This design comes from an exercise in tuning for small area, a short achievable clock period and few clock cycles on the open sky130 flow, not from production work.
RTL that was checked went through simulation tests only; none was proved equivalent to the original.
The RTL of runs 1 to 4 was laid out without a check of its function.

==> design/flow/config.mk <==
export PLATFORM = sky130hd
export DESIGN_NAME = audit_hash
export DESIGN_NICKNAME = audit_hash
export VERILOG_FILES = /design/flow/design.v
export SDC_FILE = /design/flow/constraint.sdc
export NUM_CORES = 4
export LEC_CHECK = 0
export ABC_CLOCK_PERIOD_IN_PS = 4000
export CAP_MARGIN = 20
export CORE_MARGIN = 2
export CORE_UTILIZATION = 40
export PLACE_DENSITY = 0.6
export SETUP_SLACK_MARGIN = 5
export SLEW_MARGIN = 20
==> design/flow/run.sh <==
#!/bin/bash
# synth_recipe.tcl (not shown) runs the flow's synth.tcl, then flattens the netlist and writes it again
# the make line also repeats each setting of config.mk as NAME=value (left out here)
make -C /OpenROAD-flow-scripts/flow DESIGN_CONFIG=/design/flow/config.mk WORK_HOME=/design/flow/orfs CLKGATE_MAP_FILE= SYNTH_SCRIPT=/design/flow/synth_recipe.tcl finish
==> design/flow/constraint.sdc <==
create_clock -name core_clock -period 10.0 [get_ports {clk}]
set_input_delay 2.0000 -clock core_clock [delete_from_list [all_inputs] [get_ports {clk}]]
set_output_delay 2.0000 -clock core_clock [all_outputs]
set_load 0.01 [all_outputs]
==> design/flow/design.v <==
module audit_hash (
    input  wire         clk,
    input  wire         rst,
    input  wire         in_valid,
    output wire         in_ready,
    input  wire [63:0]  in_data,
    output reg          out_valid,
    output wire [255:0] out_hash
);
    localparam [31:0] IV0 = 32'h6a09e667, IV1 = 32'hbb67ae85, IV2 = 32'h3c6ef372, IV3 = 32'ha54ff53a,
                      IV4 = 32'h510e527f, IV5 = 32'h9b05688c, IV6 = 32'h1f83d9ab, IV7 = 32'h5be0cd19;
    reg         st;          
    reg  [6:0]  t;           
    reg         first;       
    reg  [2:0]  wc;          
    reg         hiok;        
    reg  [31:0] a, b, c, d, e, f, g, hk;
    reg  [31:0] w [0:15];
    reg  [31:0] ha [0:3];
    reg  [31:0] he [0:3];
    wire rounds = ~t[6];
    wire late   = t[6] | (t[5] & t[4]);                  
    wire ffw    = (t[6:2] == 5'b10000);                  
    wire [3:0] pos = t[3:0] - (st ? 4'd6 : 4'd4);        
    reg  [63:0] ibuf;
    reg         bfull;
    wire [3:0] pos_hi  = {st, wc[1:0], 1'b0};
    wire       push_hi = bfull & ~hiok & late & (wc[2] == ~st) & (pos == pos_hi);
    wire       push_lo = hiok;
    assign in_ready = ~bfull | hiok;
    wire       take = in_ready & in_valid;
    reg [31:0] k_t;
    always @(*) begin
        if (t[6]) k_t = 32'h428a2f98;
        else case (t[5:0])
            6'd0: k_t = 32'h71374491;
            6'd1: k_t = 32'hb5c0fbcf;
            6'd2: k_t = 32'he9b5dba5;
            6'd3: k_t = 32'h3956c25b;
            6'd4: k_t = 32'h59f111f1;
            6'd5: k_t = 32'h923f82a4;
            6'd6: k_t = 32'hab1c5ed5;
            6'd7: k_t = 32'hd807aa98;
            6'd8: k_t = 32'h12835b01;
            6'd9: k_t = 32'h243185be;
            6'd10: k_t = 32'h550c7dc3;
            6'd11: k_t = 32'h72be5d74;
            6'd12: k_t = 32'h80deb1fe;
            6'd13: k_t = 32'h9bdc06a7;
            6'd14: k_t = 32'hc19bf174;
            6'd15: k_t = 32'he49b69c1;
            6'd16: k_t = 32'hefbe4786;
            6'd17: k_t = 32'h0fc19dc6;
            6'd18: k_t = 32'h240ca1cc;
            6'd19: k_t = 32'h2de92c6f;
            6'd20: k_t = 32'h4a7484aa;
            6'd21: k_t = 32'h5cb0a9dc;
            6'd22: k_t = 32'h76f988da;
            6'd23: k_t = 32'h983e5152;
            6'd24: k_t = 32'ha831c66d;
            6'd25: k_t = 32'hb00327c8;
            6'd26: k_t = 32'hbf597fc7;
            6'd27: k_t = 32'hc6e00bf3;
            6'd28: k_t = 32'hd5a79147;
            6'd29: k_t = 32'h06ca6351;
            6'd30: k_t = 32'h14292967;
            6'd31: k_t = 32'h27b70a85;
            6'd32: k_t = 32'h2e1b2138;
            6'd33: k_t = 32'h4d2c6dfc;
            6'd34: k_t = 32'h53380d13;
            6'd35: k_t = 32'h650a7354;
            6'd36: k_t = 32'h766a0abb;
            6'd37: k_t = 32'h81c2c92e;
            6'd38: k_t = 32'h92722c85;
            6'd39: k_t = 32'ha2bfe8a1;
            6'd40: k_t = 32'ha81a664b;
            6'd41: k_t = 32'hc24b8b70;
            6'd42: k_t = 32'hc76c51a3;
            6'd43: k_t = 32'hd192e819;
            6'd44: k_t = 32'hd6990624;
            6'd45: k_t = 32'hf40e3585;
            6'd46: k_t = 32'h106aa070;
            6'd47: k_t = 32'h19a4c116;
            6'd48: k_t = 32'h1e376c08;
            6'd49: k_t = 32'h2748774c;
            6'd50: k_t = 32'h34b0bcb5;
            6'd51: k_t = 32'h391c0cb3;
            6'd52: k_t = 32'h4ed8aa4a;
            6'd53: k_t = 32'h5b9cca4f;
            6'd54: k_t = 32'h682e6ff3;
            6'd55: k_t = 32'h748f82ee;
            6'd56: k_t = 32'h78a5636f;
            6'd57: k_t = 32'h84c87814;
            6'd58: k_t = 32'h8cc70208;
            6'd59: k_t = 32'h90befffa;
            6'd60: k_t = 32'ha4506ceb;
            6'd61: k_t = 32'hbef9a3f7;
            6'd62: k_t = 32'hc67178f2;
            6'd63: k_t = 32'h428a2f98;
            default: k_t = 32'h0;
        endcase
    end
    wire [31:0] s1  = {e[5:0], e[31:6]} ^ {e[10:0], e[31:11]} ^ {e[24:0], e[31:25]};
    wire [31:0] ch  = (e & f) ^ (~e & g);
    wire [31:0] s0  = {a[1:0], a[31:2]} ^ {a[12:0], a[31:13]} ^ {a[21:0], a[31:22]};
    wire [31:0] maj = (a & b) ^ (a & c) ^ (b & c);
    wire [31:0] a_new = hk + s1 + ch + s0 + maj;
    wire [31:0] e_new = hk + s1 + ch + d;
    wire [31:0] ls0 = {w[1][6:0], w[1][31:7]} ^ {w[1][17:0], w[1][31:18]} ^ (w[1] >> 3);
    wire [31:0] ls1 = {w[14][16:0], w[14][31:17]} ^ {w[14][18:0], w[14][31:19]} ^ (w[14] >> 10);
    wire [31:0] w_new = ls1 + w[9] + ls0 + w[0];
    wire go2 = ~st & t[6] & (t[3:0] == 4'd3) & ~wc[2];            
    wire pe  = rounds ? (t[5:0] != 6'd63)
                      : (st ? (t[3:0] == 4'd5) : go2);
    wire [31:0] hk_next = g + (pe ? k_t + w[1] : 32'd0);
    reg  [31:0] iva, ive;        
    reg  [31:0] lda, lde;        
    always @(*) begin
        case (t[1:0])
            2'd0: begin iva = IV3; ive = IV7; end
            2'd1: begin iva = IV2; ive = IV6; end
            2'd2: begin iva = IV1; ive = IV5; end
            default: begin iva = IV0; ive = IV4; end
        endcase
        case (t[1:0])
            2'd1: begin lda = IV0; lde = IV4; end
            2'd0: begin lda = IV1; lde = IV5; end
            2'd3: begin lda = IV2; lde = IV6; end
            default: begin lda = IV3; lde = IV7; end
        endcase
    end
    wire [31:0] opa  = st ? ha[0] : (ffw ? iva : 32'd0);
    wire [31:0] ope  = st ? he[0] : (ffw ? ive : 32'd0);
    wire [31:0] suma = d + opa;
    wire [31:0] sume = hk + ope;
    wire        sw1 = st ? (t[6] & (t[3:1] == 3'b010)) : (t[6:1] < 6'd3);
    wire [2:0]  m   = st ? {2'b00, t[0]} : t[2:0] + 3'd2;
    wire [31:0] hw  = first ? 32'd0 :
                      m[2] ? (m[0] ? he[1] : he[3]) : (m[0] ? ha[1] : ha[3]);
    wire [31:0] padw = (pos == 4'd8) ? 32'h80000000 : (pos == 4'd15) ? 32'd768 : 32'd0;
    wire        pad  = ~st & late & pos[3];
    wire [31:0] w15 = (rounds & ~late) ? w_new :
                      push_hi ? ibuf[63:32] :
                      push_lo ? ibuf[31:0] :
                      pad     ? padw : w[0];
    assign out_hash = {ha[3], ha[2], ha[1], ha[0], he[3], he[2], he[1], he[0]};
    wire [2:0] wc_next = push_lo ? wc + 3'd1 : wc;
    wire go1 = st & t[6] & (t[3:0] == 4'd5) & wc_next[2];
    integer i;
    always @(posedge clk) begin
        b <= a; c <= b; d <= c;
        f <= e; g <= f;
        hk <= hk_next;
        if (rounds) begin
            a <= a_new;
            e <= e_new;
        end else if (~st) begin
            a <= suma;
            e <= sume;
        end else begin
            a <= lda;
            e <= lde;
        end
        for (i = 0; i < 15; i = i + 1)
            if (i != 1) w[i] <= w[i + 1];
        w[1]  <= sw1 ? hw : w[2];
        w[15] <= w15;
        for (i = 0; i < 3; i = i + 1) begin
            ha[i] <= ha[i + 1];
            he[i] <= he[i + 1];
        end
        ha[3] <= ffw ? suma : ha[0];
        he[3] <= ffw ? sume : he[0];
        if (take)
            ibuf <= in_data;
        if (rst) begin
            bfull     <= 1'b0;
            st        <= 1'b1;
            t         <= 7'd60;
            first     <= 1'b1;
            wc        <= 3'd0;
            hiok      <= 1'b0;
            out_valid <= 1'b0;
        end else begin
            hiok      <= push_hi;
            bfull     <= take | (bfull & ~push_lo);
            wc        <= wc_next;
            out_valid <= st & (t == 7'd67) & ~first;
            if (~st & (t == 7'd5))
                first <= 1'b0;
            if (go1 | go2) begin
                st <= ~st;
                t  <= 7'd0;
            end else begin
                t[3:0] <= t[3:0] + 4'd1;
                if (t[3:0] == 4'd15 && t[6:4] != 3'd5)
                    t[6:4] <= t[6:4] + 3'd1;
            end
        end
    end
endmodule
==> flow_summary.ini, run 1 <==
[outcome]
status = timing/DRC/antenna clean

[timing]
fin_crit_sh = 0.612
fin_setup_tns_ps = 0
period_needed_ps = 6120
fin_skew_ps = 106
hold_violations = 0
slew_viol_final = 0
setup_viol_count_final = 0
max_freq_mhz = 163
tightest_slew_ps = 959
slew_headroom = 0.357
rsz0062_at_grt = true

[cts]
path_clk_slew_ps = 60
htree_levels = 3
root_buffer = clkbuf_16
cts_tree = built
cts_sinks = 1103
numCtsBuffers = 114
clockBufferDepth = 3
clk_latency_ps = 800

[setup_path]
slowest_delay_ps = 500
startpoint = e[13]$_DFF_P_
r2r-start = e[13]$_DFF_P_
worstPathMaxFanout = 5
path_depth = 27
end_kind = flip-flop
cp_top_family = compound AO/OA/AOI/OAI gates
crit_path_top_delay_cell = fa_1
critPathBufInv = 2
worst-setup-path-type = reg2reg
worstSetupEndpoint = a[24]$_DFF_P_
rrSetupSlack_ps = 3880
crit_arrival_ps = 6770
ff2ff_path_depth = 27
critPathRequiredTime_ps = 10650
reg2reg_to = a[24]$_DFF_P_
crit_path_start_kind = flip-flop

[drt]
routed_wl_um = 189000
drc = 0
vias = 38000
post_drt_wl_per_cell_um = 27.5
ant_nets = 0
initialDrtViolationCount = 3722
via_per_inst = 5.53
dr.pass1.iters = 8

[synth]
async_reset_ff_frac = 0
synthTopCellsByArea = dfxtp_1, ha_1, xnor2_1, fa_1, edfxtp_1
seq_area_frac_synth = 0.473
synthTopCellsByCount = dfxtp_1, nand2_1, xnor2_1
syn_inst = 4645
synth_most_common_cell = dfxtp_1
synth_top_area_frac = 0.433
ys.flop_type = dfxtp_1
ys_seq_elements = 1103
synth_cell_type_count = 92
synth_largest_area_cell = dfxtp_1
syn_nets = 5123
yosysWarnings = 4
synth_enable_flop_cells = 64
syn_area_sq_mm = 0.0480
avgSynthCellArea_sq_um = 10.3

[die]
core-area_sq_mm = 0.119
start_util = 0.402
rows = 127
die_h_um = 350
die_w_um = 350
dieArea_sq_mm = 0.123
ios = 325

[layout]
drive_gt1_frac = 0.175
layout.nets = 5636
fill_cells = 10800
layout-area-overhead-vs-synth_pct = 28.3

[global_routing]
antenna_found_initial = 14
grt_usage = 0.301
grt_pass1_vias = 37000
grt_pass1_wl_um = 265000
grt_max_degree = 79
overflow = 0

[placed_design]
port_buffers = 324
finalWeightedCongestion = 0.963
dpl.hpwl_um = 143000

[run]
drv_cap = 0

[min_path]
min_from = w[4][0]$_DFF_P_
hold_class = reg2reg
[registers in the layout, summed over array words and instances, names as in the netlist]
| name | cells |
|---|---|
| a | 32 |
| b | 32 |
| ha | 128 |
| w | 512 |
| ibuf | 64 |
| c | 32 |
| hiok | 1 |
| wc | 3 |
| first | 1 |
| hk | 32 |
| st | 1 |
| bfull | 1 |
| he | 128 |
| d | 32 |
| out_valid | 1 |
| e | 32 |
| g | 32 |
| t | 7 |
| f | 32 |
[metrics by stage]
stage | hold WS, ps | util | cells | area, sq um | worst slack [ps]
2_1_floorplan | 310 | - | 4645 | 48400 | 4270
3_3_place_gp | 310 | 0.446 | 6462 | 53300 | 2540
3_5_place_dp | 312 | 0.446 | 6462 | 53300 | 2730
4_1_cts | 257 | 0.503 | 6817 | 60100 | 3980
5_1_grt | 278 | 0.515 | 6869 | 61600 | 3700
6_report | 264 | 0.515 | 6870 | 61600 | 3880
[cell type report]
| class | count | area (sq um) | area share |
|---|---|---|---|
| multi-input combinational | 3174 | 26300 | 0.427 |
| sequential | 1103 | 22800 | 0.371 |
| timing repair buffer | 570 | 5580 | 0.0906 |
| clock buffer | 160 | 3270 | 0.0531 |
| tap | 1612 | 2020 | 0.0328 |
| clock inverter | 55 | 816 | 0.0133 |
| inverter | 195 | 781 | 0.0127 |
| antenna | 1 | 2.50 | 0.0000406 |
[worst min-delay path by stage]
stage	end	slack (ps)	cells past startpoint
CTS	w[3][0]$_DFF_P_	260	0
global placement	w[9][2]$_DFF_P_	310	0
global route	w[3][0]$_DFF_P_	280	0
floorplan	w[10][0]$_DFF_P_	310	0
finish	w[3][0]$_DFF_P_	260	0
detailed placement	w[10][6]$_DFF_P_	310	0
[cell families after synthesis]
group,synth area share
buffers and inverters,0.0288
XOR/XNOR,0.0878
AND/OR/NAND/NOR,0.0890
AO/OA/AOI/OAI,0.161
flip-flops,0.473
multiplexers,0.0276
adder cells (fa/ha/maj),0.133
[metal layers]
| layer | up-vias | share of wire | track usage |
|---|---|---|---|
| met5 | - | 0.00042 | 0 |
| met4 | 12 | 0.057 | 0.156 |
| met3 | 445 | 0.090 | 0.0770 |
| met2 | 1806 | 0.45 | 0.469 |
| met1 | 18500 | 0.40 | 0.386 |
| li1 | 17200 | - | - |
[cells in the final DEF (no fill, tap or decap), types with 164 or more instances in the layout]
cell             synthesis  final
o21ai_0                311    269
buf_4                    0    190
inv_1                  191    180
clkdlybuf4s50_1          0    324
dfxtp_1               1039    988
a21oi_1                318    261
ha_1                   280    231
xnor2_1                323    296
nor2_1                 282    254
a21o_1                 166    164
nand2_1                394    367
[what timing repair did]
item	CTS	global route
buffers inserted	135	52
pin swaps	138	130
gates resized for setup	318	232
endpoints found under the setup margin	149	79
gates cloned	5	0
hold buffers	0	0
==> run 2: changes to the inputs <==
--- a/design/flow/config.mk
+++ b/design/flow/config.mk
@@ -7,3 +7,2 @@
 export LEC_CHECK = 0
-export ABC_CLOCK_PERIOD_IN_PS = 4000
 export CAP_MARGIN = 20
@@ -12,3 +11,2 @@
 export PLACE_DENSITY = 0.6
-export SETUP_SLACK_MARGIN = 5
 export SLEW_MARGIN = 20
==> flow_summary.ini, run 2 <==
[cts]
cts_tree = built
numCtsBuffers = 113
cts_sinks = 1103
path_clk_slew_ps = 70
root_buffer = clkbuf_16
htree_levels = 3
postCtsHoldBufs = 0
clk_latency_ps = 770
clockBufferDepth = 3
cts_resized = 0
post_cts_buffers = 0

[drt]
dr.pass1.iters = 6
ant_nets = 0
post_drt_wl_per_cell_um = 26.8
drc = 0
via_per_inst = 5.48
initialDrtViolationCount = 3383
routed_wl_um = 179000
vias = 36600

[synth]
yosysWarnings = 4
ys_seq_elements = 1103
seq_area_frac_synth = 0.473
syn_nets = 5123
synthTopCellsByArea = dfxtp_1, ha_1, xnor2_1, fa_1, edfxtp_1
avgSynthCellArea_sq_um = 10.3
synth_most_common_cell = dfxtp_1
syn_area_sq_mm = 0.0480
ys.flop_type = dfxtp_1
synthTopCellsByCount = dfxtp_1, nand2_1, xnor2_1
syn_inst = 4645
synth_top_area_frac = 0.433
synth_largest_area_cell = dfxtp_1
async_reset_ff_frac = 0
synth_enable_flop_cells = 64
synth_cell_type_count = 92

[timing]
fin_skew_ps = 67.8
slew_headroom = 0.219
slew_viol_final = 0
fin_hold_ws_ps = 291
max_freq_mhz = 122
period_needed_ps = 8180
tightest_slew_ps = 1160
rsz0062_at_grt = false
fin_setup_tns_ps = 0
setup_viol_count_final = 0
hold_violations = 0
fin_crit_sh = 0.818

[layout]
final_cell_mix = dfxtp_1, nand2_1, clkdlybuf4s50_1
reg_top3 = w (512), ha (128), he (128)
top_register = w
layout-area-overhead-vs-synth_pct = 19.2
drive_gt1_frac = 0.0711
layout.cells.non_filler = 6683
layout_commonest_cell = dfxtp_1
layout.nets = 5447
largest_reg_flops = 512

[setup_path]
critPathRequiredTime_ps = 10700
crit_path_top_delay_cell = dfxtp_4
crit_arrival_ps = 8870
end_kind = flip-flop
worstPathMaxFanout = 37
worst-setup-path-type = reg2reg
crit_path_start_kind = flip-flop
cp_top_family = compound AO/OA/AOI/OAI gates
slowest_delay_ps = 790
critPathBufInv = 1

[die]
start_util = 0.402
core-area_sq_mm = 0.119
ios = 325
die_h_um = 350
rows = 127
die_w_um = 350
dieArea_sq_mm = 0.123

[global_routing]
antenna_found_initial = 11
overflow = 0
grt_pass1_vias = 35300
grt_pass1_wl_um = 254000
grt_usage = 0.287
grt_max_degree = 76

[min_path]
hold_class = reg2reg

[placed_design]
finalWeightedCongestion = 0.986
port_buffers = 324
dpl.cell_count = 6466
dpl.hpwl_um = 140000

[run]
drv_cap = 0

[outcome]
status = timing/DRC/antenna clean
==> run 2: cell counts after synthesis <==
Identical to the previous run, type by type.
==> run 2: final cells by class <==
cell class                 instances  area, sq um
fill                           11200        62300
multi-input combinational       3174        23900
sequential                      1103        22700
timing repair buffer             382         3680
clock buffer                     151         3250
tap                             1612         2020
clock inverter                    60          843
inverter                         195          732
antenna                            6         15.0
==> run 2: logic make-up after synthesis <==
| family | count (synthesis) | synth area share |
|---|---|---|
| adder cells (fa/ha/maj) | 435 | 0.133 |
| flip-flops | 1103 | 0.473 |
| XOR/XNOR | 481 | 0.0878 |
| multiplexers | 88 | 0.0276 |
| AND/OR/NAND/NOR | 963 | 0.0890 |
| buffers and inverters | 368 | 0.0288 |
| AO/OA/AOI/OAI | 1207 | 0.161 |
==> run 2: worst paths after layout <==
kind	from	endpoint	slack (ps)	cells past startpoint
hold reg to reg	w[15][7]$_DFF_P_	w[14][7]$_DFF_P_	290	0
hold / removal	w[15][7]$_DFF_P_	w[14][7]$_DFF_P_	290	0
setup reg to reg	t[0]$_SDFF_PP0_	hk[30]$_DFF_P_	1820	27
setup / recovery	t[0]$_SDFF_PP0_	hk[30]$_DFF_P_	1820	27
==> run 2: layer usage <==
metal | vias to the layer above | GRT usage | part of all wire
met4 | 2 | 0.127 | 0.046
met2 | 1538 | 0.464 | 0.46
met3 | 356 | 0.0496 | 0.074
li1 | 16800 | - | -
met1 | 17900 | 0.378 | 0.42
met5 | - | 0 | 0.000061
==> run 2: per-stage QoR <==
step	area [sq um]	util	worst slack [ps]
floorplan	48000	-	3500
global placement	53100	0.444	2100
detailed placement	53100	0.444	1950
CTS	57200	0.479	1990
global route	57200	0.479	1210
finish	57200	0.479	1820
==> run 3: changes to the inputs <==
--- a/design/flow/design.v
+++ b/design/flow/design.v
@@ -106,4 +106,12 @@
     wire [31:0] maj = (a & b) ^ (a & c) ^ (b & c);
-    wire [31:0] a_new = hk + s1 + ch + s0 + maj;
-    wire [31:0] e_new = hk + s1 + ch + d;
+    wire [31:0] t1s = hk ^ s1 ^ ch;
+    wire [31:0] t1c = {(hk[30:0] & s1[30:0]) | (hk[30:0] & ch[30:0]) | (s1[30:0] & ch[30:0]), 1'b0};
+    wire [31:0] es  = t1s ^ t1c ^ d;
+    wire [31:0] ec  = {(t1s[30:0] & t1c[30:0]) | (t1s[30:0] & d[30:0]) | (t1c[30:0] & d[30:0]), 1'b0};
+    wire [31:0] as1 = t1s ^ t1c ^ s0;
+    wire [31:0] ac1 = {(t1s[30:0] & t1c[30:0]) | (t1s[30:0] & s0[30:0]) | (t1c[30:0] & s0[30:0]), 1'b0};
+    wire [31:0] as2 = as1 ^ ac1 ^ maj;
+    wire [31:0] ac2 = {(as1[30:0] & ac1[30:0]) | (as1[30:0] & maj[30:0]) | (ac1[30:0] & maj[30:0]), 1'b0};
+    wire [31:0] a_new = as2 + ac2;
+    wire [31:0] e_new = es + ec;
     wire [31:0] ls0 = {w[1][6:0], w[1][31:7]} ^ {w[1][17:0], w[1][31:18]} ^ (w[1] >> 3);
@@ -114,3 +122,3 @@
                       : (st ? (t[3:0] == 4'd5) : go2);
-    wire [31:0] hk_next = g + (pe ? k_t + w[1] : 32'd0);
+    wire [31:0] hk_next = g + (pe ? k_t : 32'd0) + (pe ? w[1] : 32'd0);
     reg  [31:0] iva, ive;        
--- a/design/flow/config.mk
+++ b/design/flow/config.mk
@@ -7,2 +7,3 @@
 export LEC_CHECK = 0
+export ABC_CLOCK_PERIOD_IN_PS = 2000
 export CAP_MARGIN = 20
@@ -11,2 +12,3 @@
 export PLACE_DENSITY = 0.6
+export SETUP_SLACK_MARGIN = 5
 export SLEW_MARGIN = 20
==> flow_summary.ini, run 3 <==
[setup_path]
reg2reg_to = hk[28]$_DFF_P_
rrSetupSlack_ps = 4960
worstPathMaxFanout = 16
crit_arrival_ps = 5730
slowest_delay_ps = 460
cp_top_family = compound AO/OA/AOI/OAI gates
crit_path_top_delay_cell = or4_4
cp_cell_sequence = buf_16, ha_1, buf_8, nor2_4, nor3_1, or3_1, a21oi_2, a21oi_2, o21ai_1, fa_1, inv_1, ha_1, o21a_2, a2111oi_4, o32ai_2, nand2_1, a41oi_2, or4_4, nand2_1, o2111ai_1, a21oi_1, xnor2_1
critPathBufInv = 3
critPathRequiredTime_ps = 10690
r2r-start = t[0]$_SDFF_PP0_
worst-setup-path-type = reg2reg
end_kind = flip-flop
startpoint = t[0]$_SDFF_PP0_
ff2ff_path_depth = 22
crit_path_start_kind = flip-flop

[global_routing]
grt_pass1_vias = 35200
antenna_found_initial = 16
grt_usage = 0.296
grt_max_degree = 89
overflow = 0
grt_pass1_wl_um = 257000

[cts]
cts_sinks = 1103
clockBufferDepth = 3
path_clk_slew_ps = 70
cts_tree = built
htree_levels = 3
root_buffer = clkbuf_16
numCtsBuffers = 113
clk_latency_ps = 760

[timing]
fin_crit_sh = 0.504
max_freq_mhz = 198
period_needed_ps = 5040
slew_headroom = 0.247
tightest_slew_ps = 1120
rsz0062_at_grt = true
setup_viol_count_final = 0
fin_skew_ps = 78.4
slew_viol_final = 0
hold_violations = 0
fin_setup_tns_ps = 0

[synth]
syn_nets = 5088
syn_inst = 4581
syn_area_sq_mm = 0.0479
ys_seq_elements = 1103
seq_area_frac_synth = 0.474
synth_top_area_frac = 0.434
synth_enable_flop_cells = 64
synth_largest_area_cell = dfxtp_1
synth_most_common_cell = dfxtp_1
yosysWarnings = 4
synthTopCellsByArea = dfxtp_1, fa_1, ha_1, xnor2_1, edfxtp_1
synth_cell_type_count = 83
async_reset_ff_frac = 0
synthTopCellsByCount = dfxtp_1, nand2_1, inv_1
avgSynthCellArea_sq_um = 10.5
ys.flop_type = dfxtp_1

[layout]
utilization = 0.498
layout.nets = 5479
layout_commonest_cell = dfxtp_1
largest_reg_flops = 512
layout-area-overhead-vs-synth_pct = 23.1
fill_cells = 10700
final_cell_mix = dfxtp_1, nand2_1, inv_1
top_register = w
reg_top3 = w (512), ha (128), he (128)
drive_gt1_frac = 0.122

[placed_design]
finalWeightedCongestion = 0.996
dpl.hpwl_um = 142000
port_buffers = 324

[drt]
initialDrtViolationCount = 3768
via_per_inst = 5.44
drc = 0
routed_wl_um = 185000
post_drt_wl_per_cell_um = 27.8
ant_nets = 0
vias = 36300
dr.pass1.iters = 6

[die]
dieArea_sq_mm = 0.123
core-area_sq_mm = 0.118
start_util = 0.405
rows = 126
die_w_um = 350
ios = 325
die_h_um = 350

[run]
drv_cap = 0

[min_path]
min_from = w[12][10]$_DFF_P_
min_path_cells = 0
hold_class = reg2reg
holdPathEnd = w[11][10]$_DFF_P_

[outcome]
status = timing/DRC/antenna clean
## run 3: cell types whose count changed after synthesis, sizes merged, moves of 33 or more
cell   before  now
a21o      168  101
a21oi     325  216
fa        131  219
ha        280  221
inv       191  371
mux2        6   39
mux2i      47   13
nand2     394  431
nor2      282  196
o21ai     324  379
xor2      158  114
## run 3: worst max path at each step
stage | slack (ps) | to | cells after the start
detailed placement | 3200 | hk[30]$_DFF_P_ | 19
global placement | 3270 | hk[30]$_DFF_P_ | 19
global route | 4850 | hk[30]$_DFF_P_ | 22
CTS | 4980 | hk[30]$_DFF_P_ | 20
finish | 4960 | hk[28]$_DFF_P_ | 22
floorplan | 5020 | hk[30]$_DFF_P_ | 21
## run 3: metrics by stage
stage	hold WS [ps]	instance area, sq um	cells	setup WS, ps
floorplan	310	47900	4581	5020
global placement	310	52900	6380	3270
detailed placement	312	52900	6380	3200
CTS	259	58200	6638	4980
global route	263	59000	6667	4850
finish	264	59000	6671	4960
## run 3: final cells by class
type	instances	area, sq um	share of cell area
diodes	4	10.0	0.000170
multi-input cells	2935	23900	0.406
flip-flops and latches	1103	22900	0.388
inverters	374	1450	0.0246
clock inverters	61	898	0.0152
repair buffers	444	4560	0.0774
repair inverters	1	5.00	0.0000849
clock buffers	149	3230	0.0547
well taps	1600	2000	0.0340
## run 3: timing repair
item,CTS,global route
gates cloned,8,2
hold buffers,0,0
resized for setup,192,119
setup endpoints to repair,132,68
buffers inserted,40,27
pin swaps,25,32
## run 3: cell families (layout without fill, tap and decap cells)
| group | after synthesis | count (layout) | synth area share |
|---|---|---|---|
| flip-flops | 1103 | 1103 | 0.474 |
| adder cells (fa/ha/maj) | 471 | 471 | 0.156 |
| AND/OR/NAND/NOR | 898 | 899 | 0.0823 |
| XOR/XNOR | 422 | 422 | 0.0772 |
| buffers and inverters | 544 | 1029 | 0.0426 |
| multiplexers | 89 | 89 | 0.0293 |
| AO/OA/AOI/OAI | 1054 | 1054 | 0.139 |
| other | 0 | 4 | 0 |
## run 3: layer usage
metal | track usage | share of wire | wire length, um
met1 | 0.408 | 0.43 | 79900
met2 | 0.445 | 0.43 | 79600
met3 | 0.0624 | 0.087 | 16100
met4 | 0.134 | 0.051 | 9460
met5 | 0 | 0.00024 | 44
==> run 4: changes to the inputs <==
--- a/design/flow/config.mk
+++ b/design/flow/config.mk
@@ -7,3 +7,3 @@
 export LEC_CHECK = 0
-export ABC_CLOCK_PERIOD_IN_PS = 2000
+export ABC_CLOCK_PERIOD_IN_PS = 3000
 export CAP_MARGIN = 20
==> flow_summary.ini, run 4 <==
[outcome]
status = timing/DRC/antenna clean

[setup_path]
worst-setup-path-type = reg2reg
r2r-start = t[0]$_SDFF_PP0_
critPathRequiredTime_ps = 10690
reg2reg_to = hk[28]$_DFF_P_
end_kind = flip-flop
rrSetupSlack_ps = 4960
worstPathMaxFanout = 16
crit_path_start_kind = flip-flop
crit_arrival_ps = 5730
ff2ff_path_depth = 22

[die]
die_h_um = 350
die_w_um = 350
rows = 126
core-area_sq_mm = 0.118
start_util = 0.405
dieArea_sq_mm = 0.123
ios = 325

[timing]
rsz0062_at_grt = true
period_needed_ps = 5040
fin_setup_tns_ps = 0
fin_crit_sh = 0.504
setup_viol_count_final = 0
max_freq_mhz = 198
slew_viol_final = 0
fin_skew_ps = 78.4
hold_violations = 0
slew_headroom = 0.247
tightest_slew_ps = 1120

[synth]
ys.flop_type = dfxtp_1
yosysWarnings = 4
synth_top_area_frac = 0.434
avgSynthCellArea_sq_um = 10.5
synth_largest_area_cell = dfxtp_1
seq_area_frac_synth = 0.474
synthTopCellsByCount = dfxtp_1, nand2_1, inv_1
async_reset_ff_frac = 0
syn_inst = 4581
synthTopCellsByArea = dfxtp_1, fa_1, ha_1, xnor2_1, edfxtp_1
synth_most_common_cell = dfxtp_1
syn_nets = 5088
ys_seq_elements = 1103
synth_cell_type_count = 83
syn_area_sq_mm = 0.0479
synth_enable_flop_cells = 64

[drt]
initialDrtViolationCount = 3768
drc = 0
vias = 36300
post_drt_wl_per_cell_um = 27.8
ant_nets = 0
dr.pass1.iters = 6
via_per_inst = 5.44
routed_wl_um = 185000

[min_path]
min_from = w[12][10]$_DFF_P_
holdPathEnd = w[11][10]$_DFF_P_
min_path_cells = 0
hold_class = reg2reg

[cts]
htree_levels = 3
root_buffer = clkbuf_16
numCtsBuffers = 113
cts_tree = built
clockBufferDepth = 3
cts_sinks = 1103
clk_latency_ps = 760
postCtsHoldBufs = 0
path_clk_slew_ps = 70

[layout]
layout-area-overhead-vs-synth_pct = 23.1
layout_commonest_cell = dfxtp_1
top_register = w
reg_top3 = w (512), ha (128), he (128)
final_cell_mix = dfxtp_1, nand2_1, inv_1
layout.nets = 5479
largest_reg_flops = 512
drive_gt1_frac = 0.122
utilization = 0.498
layout.cells.non_filler = 6671

[placed_design]
dpl.cell_count = 6380
port_buffers = 324
dpl.hpwl_um = 142000
finalWeightedCongestion = 0.996

[global_routing]
grt_pass1_wl_um = 257000
grt_max_degree = 89
grt_usage = 0.296
overflow = 0
grt_pass1_vias = 35200
antenna_found_initial = 16

[run]
drv_cap = 0
-- run 4: metrics by stage --
stage | setup slack [ps] | area [sq um] | hold slack (ps)
5_1_grt | 4850 | 59000 | 263
3_5_place_dp | 3200 | 52900 | 312
4_1_cts | 4980 | 58200 | 259
2_1_floorplan | 5020 | 47900 | 310
6_report | 4960 | 59000 | 264
3_3_place_gp | 3270 | 52900 | 310
-- run 4: per-layer routing --
layer	track usage	share of wire	vias to the layer above
met1	0.408	0.43	17700
li1	-	-	16400
met3	0.0624	0.087	410
met5	0	0.00024	-
met2	0.445	0.43	1781
met4	0.134	0.051	8
-- run 4: worst max-delay path by stage --
stage | from | endpoint | cells after the start | slack, ps
after floorplan | t[1]$_SDFF_PP0_ | hk[30]$_DFF_P_ | 21 | 5020
final | t[0]$_SDFF_PP0_ | hk[28]$_DFF_P_ | 22 | 4960
after detailed placement | t[0]$_SDFF_PP0_ | hk[30]$_DFF_P_ | 19 | 3200
after global routing | t[0]$_SDFF_PP0_ | hk[30]$_DFF_P_ | 22 | 4850
after CTS | t[1]$_SDFF_PP0_ | hk[30]$_DFF_P_ | 20 | 4980
after global placement | t[0]$_SDFF_PP0_ | hk[30]$_DFF_P_ | 19 | 3270
-- run 4: worst max-delay path, cell delays in order, from the launching register on --
cell and delay, ps:
dfxtp_4 380, buf_16 170, ha_1 200, buf_8 170
nor2_4 140, nor3_1 60, or3_1 400, a21oi_2 280
a21oi_2 110, o21ai_1 170, fa_1 430, inv_1 70
ha_1 280, o21a_2 270, a2111oi_4 400, o32ai_2 180
nand2_1 130, a41oi_2 150, or4_4 460, nand2_1 120
o2111ai_1 130, a21oi_1 170, xnor2_1 140
-- run 4: cell families (layout without fill, tap and decap cells) --
logic type,after synthesis,in the layout,synth area share
and+or+nand+nor,898,899,0.0823
buffers and inverters,544,1029,0.0426
xor gates and xnor gates,422,422,0.0772
AOI/OAI and AO/OA,1054,1054,0.139
other,0,4,0
DFF,1103,1103,0.474
muxes,89,89,0.0293
adders and majority gates,471,471,0.156
-- run 4: cell type report --
cell class | instances | area, sq um
Antenna cell | 4 | 10.0
Clock buffer | 149 | 3230
Clock inverter | 61 | 898
Fill cell | 10700 | 59400
Inverter | 374 | 1450
Multi-Input combinational cell | 2935 | 23900
Sequential cell | 1103 | 22900
Tap cell | 1600 | 2000
Timing Repair Buffer | 444 | 4560
Timing Repair inverter | 1 | 5.00
-- run 4: what timing repair did --
action | CTS | global route
buffers inserted | 40 | 27
resized for setup | 192 | 119
pin swaps | 25 | 32
endpoints found under the setup margin | 132 | 68
endpoints found under the hold margin | 0 | 0
gates cloned | 8 | 2
==> run 5: changes to the inputs <==
--- a/design/flow/design.v
+++ b/design/flow/design.v
@@ -16,2 +16,11 @@
     reg         hiok;        
+    reg  [3:0]  pos;         
+    reg         rounds;      
+    reg         late;        
+    reg         ffw;         
+    reg         pe;          
+    reg         sw1;         
+    reg  [2:0]  m;           
+    reg         push_hi;     
+    reg         pad;         
     reg  [31:0] a, b, c, d, e, f, g, hk;
@@ -20,10 +29,4 @@
     reg  [31:0] he [0:3];
-    wire rounds = ~t[6];
-    wire late   = t[6] | (t[5] & t[4]);                  
-    wire ffw    = (t[6:2] == 5'b10000);                  
-    wire [3:0] pos = t[3:0] - (st ? 4'd6 : 4'd4);        
     reg  [63:0] ibuf;
     reg         bfull;
-    wire [3:0] pos_hi  = {st, wc[1:0], 1'b0};
-    wire       push_hi = bfull & ~hiok & late & (wc[2] == ~st) & (pos == pos_hi);
     wire       push_lo = hiok;
@@ -119,5 +122,2 @@
     wire [31:0] w_new = ls1 + w[9] + ls0 + w[0];
-    wire go2 = ~st & t[6] & (t[3:0] == 4'd3) & ~wc[2];            
-    wire pe  = rounds ? (t[5:0] != 6'd63)
-                      : (st ? (t[3:0] == 4'd5) : go2);
     wire [31:0] hk_next = g + (pe ? k_t : 32'd0) + (pe ? w[1] : 32'd0);
@@ -143,8 +143,6 @@
     wire [31:0] sume = hk + ope;
-    wire        sw1 = st ? (t[6] & (t[3:1] == 3'b010)) : (t[6:1] < 6'd3);
-    wire [2:0]  m   = st ? {2'b00, t[0]} : t[2:0] + 3'd2;
     wire [31:0] hw  = first ? 32'd0 :
                       m[2] ? (m[0] ? he[1] : he[3]) : (m[0] ? ha[1] : ha[3]);
-    wire [31:0] padw = (pos == 4'd8) ? 32'h80000000 : (pos == 4'd15) ? 32'd768 : 32'd0;
-    wire        pad  = ~st & late & pos[3];
+    reg  [1:0]  padk;        
+    wire [31:0] padw = {padk[0], 21'd0, padk[1], padk[1], 8'd0};
     wire [31:0] w15 = (rounds & ~late) ? w_new :
@@ -155,3 +153,13 @@
     wire [2:0] wc_next = push_lo ? wc + 3'd1 : wc;
-    wire go1 = st & t[6] & (t[3:0] == 4'd5) & wc_next[2];
+    wire go2 = ~st & t[6] & (t[3:0] == 4'd3) & ~wc[2];             
+    wire go1 = st & t[6] & (t[3:0] == 4'd5) & wc_next[2];          
+    wire go  = go1 | go2;
+    wire       st_n    = go ? ~st : st;
+    wire [6:0] t_n     = go ? 7'd0 :
+                         {(t[3:0] == 4'd15 && t[6:4] != 3'd5) ? t[6:4] + 3'd1 : t[6:4], t[3:0] + 4'd1};
+    wire [3:0] pos_n   = go ? (st ? 4'd12 : 4'd10) : pos + 4'd1;
+    wire       bfull_n = take | (bfull & ~push_lo);
+    wire       hiok_n  = push_hi;
+    wire       late_n  = t_n[6] | (t_n[5] & t_n[4]);
+    wire       go2_n   = ~st_n & t_n[6] & (t_n[3:0] == 4'd3) & ~wc_next[2];
     integer i;
@@ -187,2 +195,12 @@
             t         <= 7'd60;
+            pos       <= 4'd6;
+            rounds    <= 1'b1;
+            late      <= 1'b1;
+            ffw       <= 1'b0;
+            pe        <= 1'b1;
+            sw1       <= 1'b0;
+            m         <= 3'd0;
+            push_hi   <= 1'b0;
+            pad       <= 1'b0;
+            padk      <= 2'd0;
             first     <= 1'b1;
@@ -192,4 +210,4 @@
         end else begin
-            hiok      <= push_hi;
-            bfull     <= take | (bfull & ~push_lo);
+            hiok      <= hiok_n;
+            bfull     <= bfull_n;
             wc        <= wc_next;
@@ -198,10 +216,15 @@
                 first <= 1'b0;
-            if (go1 | go2) begin
-                st <= ~st;
-                t  <= 7'd0;
-            end else begin
-                t[3:0] <= t[3:0] + 4'd1;
-                if (t[3:0] == 4'd15 && t[6:4] != 3'd5)
-                    t[6:4] <= t[6:4] + 3'd1;
-            end
+            st        <= st_n;
+            t         <= t_n;
+            pos       <= pos_n;
+            rounds    <= ~t_n[6];
+            late      <= late_n;
+            ffw       <= (t_n[6:2] == 5'b10000);
+            pe        <= ~t_n[6] ? (t_n[5:0] != 6'd63) : (st_n ? (t_n[3:0] == 4'd5) : go2_n);
+            sw1       <= st_n ? (t_n[6] & (t_n[3:1] == 3'b010)) : (t_n[6:1] < 6'd3);
+            m         <= st_n ? {2'b00, t_n[0]} : t_n[2:0] + 3'd2;
+            push_hi   <= bfull_n & ~hiok_n & late_n & (wc_next[2] == ~st_n) &
+                         (pos_n == {st_n, wc_next[1:0], 1'b0});
+            pad       <= ~st_n & late_n & pos_n[3];
+            padk      <= {pos_n == 4'd15, pos_n == 4'd8};
         end
==> flow_summary.ini, run 5 <==
[layout]
layout-area-overhead-vs-synth_pct = 20.0
drive_gt1_frac = 0.0991
fill_cells = 11200
layout_commonest_cell = dfxtp_1
final_cell_mix = dfxtp_1, inv_1, clkdlybuf4s50_1
final_cell_area_sq_mm = 0.0593
largest_reg_flops = 512
layout.nets = 5543
reg_top3 = w (512), ha (128), he (128)
top_register = w

[synth]
synth_top_family_by_area = adder cells
seq_area_frac_synth = 0.478
synth_largest_area_cell = dfxtp_1
synth-compound-area-share = 0.137
syn_area_sq_mm = 0.0494
synthMuxAreaShare = 0.0360
synth_xor_xnor_area_share = 0.0762
synth_most_common_cell = dfxtp_1
syn_inst = 4694
ys.flop_type = dfxtp_1
avgSynthCellArea_sq_um = 10.5
synth_top_area_frac = 0.439
synthTopCellsByArea = dfxtp_1, fa_1, ha_1, xnor2_1, edfxtp_1
syn_nets = 5201
ys_seq_elements = 1149
async_reset_ff_frac = 0
synthTopCellsByCount = dfxtp_1, inv_1, a21oi_1
synthSimpleGateAreaFrac = 0.0731
synth_fa_ha_area_frac = 0.151
synth_enable_flop_cells = 64
synth_cell_type_count = 76
yosysWarnings = 4

[global_routing]
grt_max_degree = 66
grt_pass1_vias = 35900
antenna_found_initial = 5
grt_pass1_wl_um = 255000
grt_usage = 0.278
overflow = 0

[timing]
tightest_slew_ps = 1070
period_needed_ps = 5050
setup_viol_count_final = 0
slew_viol_final = 0
fin_skew_ps = 56.3
fin_crit_sh = 0.505
rsz0062_at_grt = true
slew_headroom = 0.285
hold_violations = 0
max_freq_mhz = 198
fin_setup_tns_ps = 0

[drt]
drc = 0
post_drt_wl_per_cell_um = 26.4
routed_wl_um = 179000
vias = 36200
via_per_inst = 5.36
initialDrtViolationCount = 3310
ant_nets = 0
dr.pass1.iters = 5

[cts]
cts_tree = built
numCtsBuffers = 117
postCtsHoldBufs = 0
cts_sinks = 1149
root_buffer = clkbuf_16
clk_latency_ps = 780
htree_levels = 3
path_clk_slew_ps = 70
clockBufferDepth = 3

[setup_path]
worst-setup-path-type = reg2reg
crit_arrival_ps = 5620
worstPathMaxFanout = 20
end_kind = flip-flop
critPathRequiredTime_ps = 10570
crit_path_start_kind = flip-flop

[outcome]
status = timing/DRC/antenna clean

[die]
rows = 128
die_h_um = 356
start_util = 0.405
die_w_um = 356
dieArea_sq_mm = 0.126
ios = 325
core-area_sq_mm = 0.122

[placed_design]
dpl_cell_area_sq_mm = 0.0545
dpl.hpwl_um = 138000
finalWeightedCongestion = 0.999
port_buffers = 324

[run]
drv_cap = 0

[min_path]
hold_class = reg2reg
## run 5: cell count changes in the layout (fill, tap and decap cells not counted), sizes merged, moves of 46 or more
cell	delta
o21ai	-94
a21oi	+95
nand2	-164
inv	+102
o22ai	+50
dfxtp	+46
## run 5: per-layer routing
| layer | vias up | track usage | wire length (um) |
|---|---|---|---|
| li1 | 16600 | - | - |
| met5 | - | 0 | 17 |
| met3 | 327 | 0.0515 | 12900 |
| met2 | 1503 | 0.434 | 79600 |
| met1 | 17800 | 0.376 | 77300 |
| met4 | 2 | 0.126 | 9080 |
## run 5: kinds of logic (layout without fill, tap and decap cells)
logic type	Yosys count	count (layout)
multiplexers	130	130
AO/OA/AOI/OAI	1090	1090
XOR/XNOR	430	430
AND/OR/NAND/NOR	782	782
adder cells (fa/ha/maj)	471	471
flip-flops	1149	1149
buffers and inverters	642	1085
other	0	3
## run 5: worst paths after layout
check	startpoint	to	slack [ps]	cells past startpoint
setup / recovery	ffw$_SDFF_PP0_	ha[3][30]$_DFF_P_	4950	15
setup reg to reg	ffw$_SDFF_PP0_	ha[3][30]$_DFF_P_	4950	15
hold / removal	w[6][17]$_DFF_P_	w[5][17]$_DFF_P_	290	0
hold reg to reg	w[6][17]$_DFF_P_	w[5][17]$_DFF_P_	290	0
## run 5: timing repair
item                       in CTS  in global routing
hold endpoints to repair        0                  0
setup endpoints to repair     111                 53
pin swaps                      13                 21
buffers inserted               10                 11
resized for setup              84                 76
## run 5: worst max-delay path, cell delays in order (launching register included)
cell and delay (ps):
dfxtp_4 710, nand2_1 150, buf_4 300, nor2_1 530
o21ai_0 260, o21ai_0 140, ha_1 320, a21o_1 200
a21oi_1 430, nand3_1 210, nor3b_4 340, nor3_1 130
o21a_1 240, mux2_2 300, o21ai_1 350, o21ai_0 200
## run 5: stage by stage
step / setup slack (ps) / instances / utilization / hold slack [ps]
4_1_cts: 5000 / 6751 / 0.482 / 288
6_report: 4950 / 6765 / 0.485 / 293
5_1_grt: 4930 / 6762 / 0.485 / 306
2_1_floorplan: 5180 / 4694 / - / 310
3_3_place_gp: 3940 / 6521 / 0.446 / 310
3_5_place_dp: 3920 / 6521 / 0.446 / 312
## run 5: cell type report
| cell class | count | area, sq um | area share |
|---|---|---|---|
| repair buffers | 399 | 3850 | 0.0650 |
| clock buffers | 163 | 3400 | 0.0574 |
| well taps | 1625 | 2030 | 0.0343 |
| flip-flops and latches | 1149 | 23700 | 0.400 |
| inverters | 466 | 1760 | 0.0297 |
| clock inverters | 57 | 702 | 0.0118 |
| multi-input cells | 2903 | 23800 | 0.402 |
| diodes | 3 | 7.51 | 0.000127 |
Testbench counts of run 5, summed over its fixed seeds: cycles 106,048.
==> run 6: changes to the inputs <==
==> design/flow/flow/run.sh (new file) <==
#!/bin/bash
set -euo pipefail
bash standard.sh SETUP_SLACK_MARGIN=6.5 finish > standard_flow.log 2>&1
==> design/flow/standard.sh (new file) <==
#!/bin/bash
# synth_recipe.tcl (not shown) runs the flow's synth.tcl, then flattens the netlist and writes it again
# the make line also repeats each setting of config.mk as NAME=value (left out here)
make -C /OpenROAD-flow-scripts/flow DESIGN_CONFIG=/design/flow/config.mk WORK_HOME=/design/flow/orfs CLKGATE_MAP_FILE= SYNTH_SCRIPT=/design/flow/synth_recipe.tcl "${@:-finish}"
--- a/design/flow/config.mk
+++ b/design/flow/config.mk
@@ -12,3 +12,2 @@
 export PLACE_DENSITY = 0.6
-export SETUP_SLACK_MARGIN = 5
 export SLEW_MARGIN = 20
removed: design/flow/run.sh
==> flow_summary.ini, run 6 <==
[synth]
ys_seq_elements = 1149
synthTopCellsByCount = dfxtp_1, inv_1, a21oi_1
synth_largest_area_cell = dfxtp_1
synth_cell_type_count = 76
yosysWarnings = 4
async_reset_ff_frac = 0
synth_top_area_frac = 0.439
syn_inst = 4694
avgSynthCellArea_sq_um = 10.5
ys.flop_type = dfxtp_1
syn_nets = 5201
synthTopCellsByArea = dfxtp_1, fa_1, ha_1, xnor2_1, edfxtp_1
seq_area_frac_synth = 0.478
syn_area_sq_mm = 0.0494
synth_enable_flop_cells = 64
synth_most_common_cell = dfxtp_1

[drt]
initialDrtViolationCount = 4003
routed_wl_um = 196000
post_drt_wl_per_cell_um = 27.7
via_per_inst = 5.50
vias = 39000
ant_nets = 0
dr.pass1.iters = 7
drc = 0

[timing]
setup_viol_count_final = 0
max_freq_mhz = 202
period_needed_ps = 4950
hold_violations = 0
slew_headroom = 0.390
fin_skew_ps = 62.8
fin_crit_sh = 0.495
fin_setup_tns_ps = 0
tightest_slew_ps = 907
rsz0062_at_grt = true
slew_viol_final = 0
setup_ws_ps = 5050

[setup_path]
crit_arrival_ps = 5540
cp_cell_sequence = xnor2_4, xnor2_4, fa_1, inv_2, fa_1, fa_1, inv_1, ha_2, inv_2, fa_2, nor2b_2, o21ai_2, a21oi_2, o211ai_1, a21oi_2, o31ai_4, nand2b_1, a21oi_2, xor2_1, a21oi_1
startpoint = e[12]$_DFF_P_
worstPathMaxFanout = 3
r2r-start = e[12]$_DFF_P_
crit_path_start_kind = flip-flop
critPathRequiredTime_ps = 10600
slowest_delay_ps = 530
worst-setup-path-type = reg2reg
end_kind = flip-flop
crit_path_top_delay_cell = o211ai_1

[layout]
layout-area-overhead-vs-synth_pct = 33.9
top_register = w
drive_gt1_frac = 0.254
layout_commonest_cell = dfxtp_1
fill_cells = 10500
final_cell_mix = dfxtp_1, inv_1, buf_4
reg_top3 = w (512), ha (128), he (128)
layout.nets = 5866
largest_reg_flops = 512

[cts]
clockBufferDepth = 3
htree_levels = 3
cts_sinks = 1149
clk_latency_ps = 780
numCtsBuffers = 115
cts_tree = built
path_clk_slew_ps = 60
root_buffer = clkbuf_16
postCtsHoldBufs = 0

[global_routing]
grt_usage = 0.299
overflow = 0
grt_pass1_vias = 37800
grt_pass1_wl_um = 273000
grt_max_degree = 66
antenna_found_initial = 12

[die]
die_w_um = 356
dieArea_sq_mm = 0.126
core-area_sq_mm = 0.122
start_util = 0.405
ios = 325
die_h_um = 356
rows = 128

[placed_design]
port_buffers = 324
dp_slack_ps = 4040
dpl.hpwl_um = 139000
finalWeightedCongestion = 0.946

[min_path]
min_from = w[8][16]$_DFF_P_
hold_class = reg2reg

[outcome]
status = timing/DRC/antenna clean

[run]
drv_cap = 0
==> run 6: changes by cell type in the layout (fill, tap and decap cells not counted), moves of 75 or more <==
cell,before,now
clkdlybuf4s50_1,324,65
dlygate4sd2_1,0,227
dfxtp_1,1038,944
a21oi_1,302,227
buf_4,68,255
o21ai_0,270,194
buf_6,4,94
xnor2_1,298,221
==> run 6: layer usage <==
| layer | global-route usage | share of wire | wire, um |
|---|---|---|---|
| met1 | 0.404 | 0.42 | 82100 |
| met3 | 0.0545 | 0.080 | 15800 |
| met2 | 0.464 | 0.44 | 86500 |
| met4 | 0.141 | 0.060 | 11800 |
| met5 | 0 | 0.000051 | 10 |
==> run 6: timing repair <==
| action | 4_1_cts | 5_1_grt |
|---|---|---|
| setup buffers | 220 | 114 |
| gates resized for setup | 995 | 254 |
| gates cloned | 13 | 9 |
| endpoints found under the setup margin | 462 | 180 |
| pin swaps | 256 | 185 |
==> run 6: path summary, 6_finish.rpt <==
kind                 endpoint  slack, ps  cells past startpoint
max             a[27]$_DFF_P_       5050                     20
min          w[7][16]$_DFF_P_        310                      0
min reg2reg  w[7][16]$_DFF_P_        310                      0
max reg2reg     a[27]$_DFF_P_       5050                     20
==> run 6: metrics by stage <==
| stage | hold WS (ps) | instance area, sq um | util | instances |
|---|---|---|---|---|
| 2_1_floorplan | 310 | 50400 | - | 4694 |
| 3_3_place_gp | 310 | 55200 | 0.452 | 6511 |
| 3_5_place_dp | 312 | 55200 | 0.452 | 6511 |
| 4_1_cts | 299 | 64000 | 0.524 | 6964 |
| 5_1_grt | 311 | 66200 | 0.542 | 7088 |
| 6_report | 306 | 66200 | 0.542 | 7090 |
==> run 6: kinds of logic (layout without fill, tap and decap cells) <==
family | count (synthesis) | after routing | synth area share
muxes | 130 | 130 | 0.0360
other | 0 | 3 | 0
buffers and inverters | 642 | 1408 | 0.0488
xor gates and xnor gates | 430 | 430 | 0.0762
AOI/OAI and AO/OA | 1090 | 1090 | 0.137
and+or+nand+nor | 782 | 784 | 0.0731
adders and majority gates | 471 | 471 | 0.151
DFF | 1149 | 1149 | 0.478
==> run 6: final cells by class <==
class | count | area, sq um | area share
Clock inverter | 70 | 862 | 0.0130
Sequential cell | 1149 | 24000 | 0.363
Multi-Input combinational cell | 2905 | 27100 | 0.410
Inverter | 466 | 1820 | 0.0274
Tap cell | 1625 | 2030 | 0.0307
Antenna cell | 3 | 7.51 | 0.000113
Clock buffer | 150 | 3250 | 0.0492
Timing Repair Buffer | 722 | 7070 | 0.107
==> run 6: critical path, delay by kind of cell (launching register included) <==
kind	cells	cell delay, ps
AOI/OAI and AO/OA	7	1590
xor gates and xnor gates	3	600
adders and majority gates	5	1850
buffers and inverters	3	220
DFF	1	360
and+or+nand+nor	2	170
==> run 7: changes to the inputs <==
==> design/flow/run.sh (new file) <==
#!/bin/bash
# synth_recipe.tcl (not shown) runs the flow's synth.tcl, then flattens the netlist and writes it again
# the make line also repeats each setting of config.mk as NAME=value (left out here)
make -C /OpenROAD-flow-scripts/flow DESIGN_CONFIG=/design/flow/config.mk WORK_HOME=/design/flow/orfs CLKGATE_MAP_FILE= SYNTH_SCRIPT=/design/flow/synth_recipe.tcl finish
--- a/design/flow/config.mk
+++ b/design/flow/config.mk
@@ -10,4 +10,5 @@
 export CORE_MARGIN = 2
-export CORE_UTILIZATION = 40
-export PLACE_DENSITY = 0.6
+export CORE_UTILIZATION = 65
+export PLACE_DENSITY = 0.75
+export SETUP_SLACK_MARGIN = 5
 export SLEW_MARGIN = 20
removed: design/flow/flow/run.sh
removed: design/flow/standard.sh
==> flow_summary.ini, run 7 <==
[cts]
clockBufferDepth = 3
numCtsBuffers = 109
cts_sinks = 1149
root_buffer = clkbuf_16
htree_levels = 3
clk_latency_ps = 730
cts_tree = built
path_clk_slew_ps = 70
postCtsHoldBufs = 0

[synth]
ys.flop_type = dfxtp_1
syn_nets = 5201
yosysWarnings = 4
synth_most_common_cell = dfxtp_1
synth_top_area_frac = 0.439
async_reset_ff_frac = 0
synth_enable_flop_cells = 64
seq_area_frac_synth = 0.478
synthTopCellsByCount = dfxtp_1, inv_1, a21oi_1
ys_seq_elements = 1149
synth_largest_area_cell = dfxtp_1
avgSynthCellArea_sq_um = 10.5
syn_area_sq_mm = 0.0494
synth_cell_type_count = 76
syn_inst = 4694
synthTopCellsByArea = dfxtp_1, fa_1, ha_1, xnor2_1, edfxtp_1

[drt]
dr.pass1.iters = 6
post_drt_wl_per_cell_um = 29.6
vias = 38900
routed_wl_um = 181000
via_per_inst = 6.36
initialDrtViolationCount = 4943
drc = 0
ant_nets = 0

[layout]
layout.nets = 5553
drive_gt1_frac = 0.104
layout-area-overhead-vs-synth_pct = 18.7
final_cell_mix = dfxtp_1, inv_1, clkdlybuf4s50_1
top_register = w
layout_commonest_cell = dfxtp_1
largest_reg_flops = 512
reg_top3 = w (512), ha (128), he (128)

[outcome]
status = timing/DRC/antenna clean

[setup_path]
cp_top_family = adder cells
end_kind = flip-flop
cp_cell_sequence = xnor2_4, xnor2_2, fa_1, inv_2, fa_1, fa_1, inv_1, ha_2, inv_2, fa_2, nor2b_2, o21ai_2, a21oi_2, o211ai_1, a21oi_2, o31ai_4, a21oi_2, nor2_1, xor2_1, o21ai_1
reg2reg_to = a[29]$_DFF_P_
startpoint = e[12]$_DFF_P_
crit_arrival_ps = 5740
slowest_delay_ps = 540
crit_path_start_kind = flip-flop
critPathBufInv = 3
worstPathMaxFanout = 4
worst-setup-path-type = reg2reg
r2r-start = e[12]$_DFF_P_
rrSetupSlack_ps = 4780
crit_path_top_delay_cell = o211ai_1
ff2ff_path_depth = 20
critPathRequiredTime_ps = 10530

[timing]
rsz0062_at_grt = true
fin_skew_ps = 87.6
fin_crit_sh = 0.522
setup_ws_ps = 4780
slew_viol_final = 0
hold_violations = 0
fin_hold_ws_ps = 270
slew_headroom = 0.354
fin_setup_tns_ps = 0
tightest_slew_ps = 970
period_needed_ps = 5220
setup_viol_count_final = 0
max_freq_mhz = 192

[die]
core-area_sq_mm = 0.0756
die_h_um = 280
dieArea_sq_mm = 0.0783
die_w_um = 280
rows = 101
start_util = 0.654
ios = 325

[min_path]
min_path_cells = 0
holdPathEnd = w[4][29]$_DFF_P_
hold_class = reg2reg
min_from = w[5][29]$_DFF_P_

[global_routing]
grt_pass1_vias = 38300
grt_max_degree = 68
grt_usage = 0.450
antenna_found_initial = 9
overflow = 0
grt_pass1_wl_um = 256000

[placed_design]
finalWeightedCongestion = 1.03
dp_slack_ps = 3230
port_buffers = 324
dpl.hpwl_um = 128000

[run]
drv_cap = 0
==> run 7: cell counts after synthesis <==
Identical to the previous run, type by type.
==> run 7: final cells by class <==
cell class / count / area, sq um
diodes: 5 / 12.5
clock buffers: 149 / 3110
clock inverters: 56 / 763
fillers: 4708 / 16900
inverters: 466 / 1770
multi-input cells: 2903 / 24100
flip-flops and latches: 1149 / 23700
well taps: 978 / 1220
repair buffers: 416 / 4020
repair inverters: 1 / 5.00
==> run 7: how the worst max path moves through the flow <==
| stage | depth (start not counted) | end | slack [ps] |
|---|---|---|---|
| floorplan | 17 | ha[3][31]$_DFF_P_ | 5180 |
| global placement | 11 | flip-flop | 3400 |
| detailed placement | 11 | flip-flop | 3230 |
| CTS | 20 | a[29]$_DFF_P_ | 4920 |
| global route | 20 | a[29]$_DFF_P_ | 4800 |
| finish | 20 | a[29]$_DFF_P_ | 4780 |
==> run 7: cell families (layout without fill, tap and decap cells) <==
group | Yosys count | in the layout | share of synthesized area
AOI/OAI and AO/OA | 1090 | 1090 | 0.137
xor gates and xnor gates | 430 | 430 | 0.0762
adders and majority gates | 471 | 471 | 0.151
buffers and inverters | 642 | 1088 | 0.0488
DFF | 1149 | 1149 | 0.478
muxes | 130 | 130 | 0.0360
other | 0 | 5 | 0
and+or+nand+nor | 782 | 782 | 0.0731
==> run 7: per-layer routing <==
| layer | vias up | track usage | wire length [um] |
|---|---|---|---|
| li1 | 16600 | - | - |
| met1 | 18900 | 0.577 | 66500 |
| met2 | 2760 | 0.687 | 79100 |
| met3 | 683 | 0.0951 | 20400 |
| met4 | 2 | 0.307 | 15000 |
| met5 | - | 0 | 13 |
==> run 7: worst reg2reg max path, cell delays in order (launching register included) <==
cell,delay (ps)
dfxtp_4,390
xnor2_4,140
xnor2_2,270
fa_1,520
inv_2,110
fa_1,440
fa_1,510
inv_1,40
ha_2,180
inv_2,60
fa_2,220
nor2b_2,50
o21ai_2,210
a21oi_2,110
o211ai_1,540
a21oi_2,230
o31ai_4,350
a21oi_2,120
nor2_1,140
xor2_1,270
o21ai_1,110
==> run 7: repair_timing <==
| action | CTS | global route |
|---|---|---|
| setup buffers | 10 | 36 |
| pin swaps | 18 | 50 |
| setup endpoints to repair | 129 | 70 |
| resized for setup | 113 | 100 |
| cloned | 2 | 0 |
==> run 7: per-stage QoR <==
step	instance area (sq um)	instances	util
4_1_cts	58000	6082	0.767
6_report	58700	6123	0.777
3_5_place_dp	53600	5865	0.709
3_3_place_gp	53600	5865	0.709
5_1_grt	58700	6118	0.777
2_1_floorplan	49400	4694	-
==> run 8: changes to the inputs <==
--- a/design/flow/config.mk
+++ b/design/flow/config.mk
@@ -7,7 +7,7 @@
 export LEC_CHECK = 0
-export ABC_CLOCK_PERIOD_IN_PS = 3000
+export ABC_AREA = 1
 export CAP_MARGIN = 20
 export CORE_MARGIN = 2
-export CORE_UTILIZATION = 65
-export PLACE_DENSITY = 0.75
+export CORE_UTILIZATION = 40
+export PLACE_DENSITY = 0.6
 export SETUP_SLACK_MARGIN = 5
==> flow_summary.ini, run 8 <==
[layout]
layout-area-overhead-vs-synth_pct = 17.5
layout.cells.non_filler = 8404
top_register = w
drive_gt1_frac = 0.0489
reg_top3 = w (512), ha (128), he (128)
layout_commonest_cell = nand2_1
layout.nets = 7050
final_cell_mix = nand2_1, dfxtp_1, inv_1
multi_input_area_sq_mm = 0.0253

[setup_path]
cp_top_family = buffers and inverters
end_kind = flip-flop
worst-setup-path-type = reg2reg
r2r-start = st$_SDFF_PP1_
crit_arrival_ps = 5420
crit_path_start_kind = flip-flop
slowest_delay_ps = 640
cp_cell_sequence = inv_2, buf_6, o21ai_1, buf_4, o21bai_1, o21ai_0, inv_1, ha_1, fa_1, nand3_1, nand3_1, nand2_1, nand2_1, nand2_1, nand2_1, xor2_1, o211ai_1
ff2ff_path_depth = 17
startpoint = st$_SDFF_PP1_

[die]
rows = 133
dieArea_sq_mm = 0.135
ios = 325
die_w_um = 367

[placed_design]
port_buffers = 324
dpl.cell_count = 8180
finalWeightedCongestion = 1.04

[min_path]
holdPathEnd = ha[1][5]$_DFF_P_
min_path_cells = 0
hold_class = reg2reg
min_from = ha[2][5]$_DFF_P_

[synth]
synth_enable_flop_cells = 64
syn_inst = 6213
synthTopCellsByCount = nand2_1, dfxtp_1, inv_1
avgSynthCellArea_sq_um = 8.50
synth_top_area_frac = 0.411
seq_area_frac_synth = 0.448
synth_largest_area_cell = dfxtp_1
ys_seq_elements = 1149
syn_area_sq_mm = 0.0528
synth_cell_type_count = 54
yosysWarnings = 4

[global_routing]
grt_usage = 0.313
grt_pass1_wl_um = 304000
overflow = 0
grt_pass1_vias = 43000
grt_max_degree = 65
antenna_found_initial = 10

[cts]
clk_latency_ps = 780
clockBufferDepth = 3
path_clk_slew_ps = 70
numCtsBuffers = 115

[timing]
period_needed_ps = 4850
slew_headroom = 0.153
tightest_slew_ps = 1260
fin_crit_sh = 0.485
slew_viol_final = 0
fin_skew_ps = 94.6
max_freq_mhz = 206

[run]
drv_cap = 0

[drt]
via_per_inst = 5.23
dr.pass1.iters = 6
vias = 44000
ant_nets = 0

[outcome]
status = timing/DRC/antenna clean
## run 8: cell count changes after synthesis, moves of 36 or more
cell	delta
xnor2_1	-146
o21ai_0	+79
a21o_1	-72
a211oi_1	-41
inv_1	+418
clkbuf_1	-50
nand2_1	+982
nand3_1	+423
nand4_1	+45
xor2_1	+39
nor2_1	+281
o21a_1	-36
and2_1	-57
mux2i_1	-40
## run 8: per-stage QoR
stage               setup slack [ps]  hold WS [ps]  cell area (sq um)   util
floorplan                       5790           310              52800      -
global placement                4220           310              57900  0.441
detailed placement              4180           312              57900  0.441
CTS                             5100           286              62000  0.472
global route                    4990           310              62000  0.472
finish                          5150           295              62000  0.472
## run 8: worst register-to-register path, delay by kind of cell, from the launching register on
family                     cells  cell delay (ps)
buffers and inverters          4             1260
and+or+nand+nor                6              850
AOI/OAI and AO/OA              4              800
adders and majority gates      2              700
xor gates and xnor gates       1              640
DFF                            1              420
## run 8: kinds of logic after synthesis
kind of cell | count (synthesis) | synth area share
adders and majority gates | 470 | 0.141
muxes | 31 | 0.00654
and+or+nand+nor | 2374 | 0.189
AOI/OAI and AO/OA | 837 | 0.0878
DFF | 1149 | 0.448
buffers and inverters | 1029 | 0.0748
xor gates and xnor gates | 323 | 0.0536
## run 8: what timing repair did
action,4_1_cts,5_1_grt
pin swaps,0,0
cloned,0,1
endpoints found under the hold margin,0,0
setup buffers,0,0
hold buffers,0,0
gates resized for setup,2,11
endpoints found under the setup margin,3,20
## run 8: area by class of cell
class | instances | area share
antenna | 5 | 0.000202
clock buffer | 156 | 0.0535
clock inverter | 62 | 0.0122
inverter | 885 | 0.0536
multi-input combinational | 4035 | 0.408
sequential | 1149 | 0.381
tap | 1755 | 0.0354
timing repair buffer | 356 | 0.0562
timing repair inverter | 1 | 0.0000807
## run 8: how the worst max path moves through the flow
stage / cells past startpoint / endpoint / slack, ps
after floorplan: 2 / ibuf[0]$_DFFE_PP_ / 5790
after global placement: 14 / flip-flop / 4220
after detailed placement: 12 / flip-flop / 4180
after CTS: 17 / a[14]$_DFF_P_ / 5100
after global routing: 20 / a[30]$_DFF_P_ / 4990
final: 17 / a[14]$_DFF_P_ / 5150
## run 8: routing by layer
layer / share of wire / up-vias / track usage
met5: 0.00010 / - / 0
li1: - / 20600 / -
met2: 0.46 / 1863 / 0.505
met4: 0.063 / 4 / 0.171
met1: 0.41 / 21100 / 0.396
met3: 0.073 / 436 / 0.0569

==> separate check: timing with driven ports <==
In the flow no input, the clock included, has a driving cell. The finished layouts below were timed again as built, in two steps.
Step 1: set_driving_cell puts a clkbuf_16 on clk and a buf_2 on each other input, an assumption about the parent block.
Step 2 moves the port delays by t, midway between the first and last clock arrival at a register: inputs arrive t later, outputs are due t later. That takes back most of the time a late clock gives input paths.
Slacks: no drivers / after step 1 / after step 2; pairs: no drivers / after step 1.
run | t (ns) | slack for setup (ns) | hold slack, ns | latest minus earliest clock arrival (ns) | worst slew at a driven data input, ns
run 1 | 0.836 | 3.876 / 3.876 / 3.876 | 0.264 / 0.264 / 0.264 | 0.109 / 0.109 | 0.07
run 2 | 0.809 | 1.821 / 1.821 / 1.821 | 0.291 / 0.291 / 0.291 | 0.070 / 0.070 | 0.07
run 3 | 0.795 | 4.961 / 4.961 / 4.961 | 0.264 / 0.264 / 0.264 | 0.080 / 0.080 | 0.06
run 4 | 0.795 | 4.961 / 4.961 / 4.961 | 0.264 / 0.264 / 0.264 | 0.080 / 0.080 | 0.06
run 5 | 0.821 | 4.949 / 4.949 / 4.323 | 0.293 / 0.293 / 0.293 | 0.062 / 0.061 | 0.05
run 6 | 0.826 | 5.053 / 5.053 / 5.053 | 0.306 / 0.306 / 0.306 | 0.071 / 0.071 | 0.05
run 7 | 0.764 | 4.784 / 4.784 / 4.396 | 0.270 / 0.270 / 0.270 | 0.089 / 0.089 | 0.08
run 8 | 0.814 | 5.154 / 5.154 / 4.499 | 0.295 / 0.295 / 0.295 | 0.096 / 0.096 | 0.08
After both steps setup and hold are still met in every run listed. For run 8, which loses most, drivers alone change the setup slack by 0.000 ns; drivers and shift together by -0.655 ns.
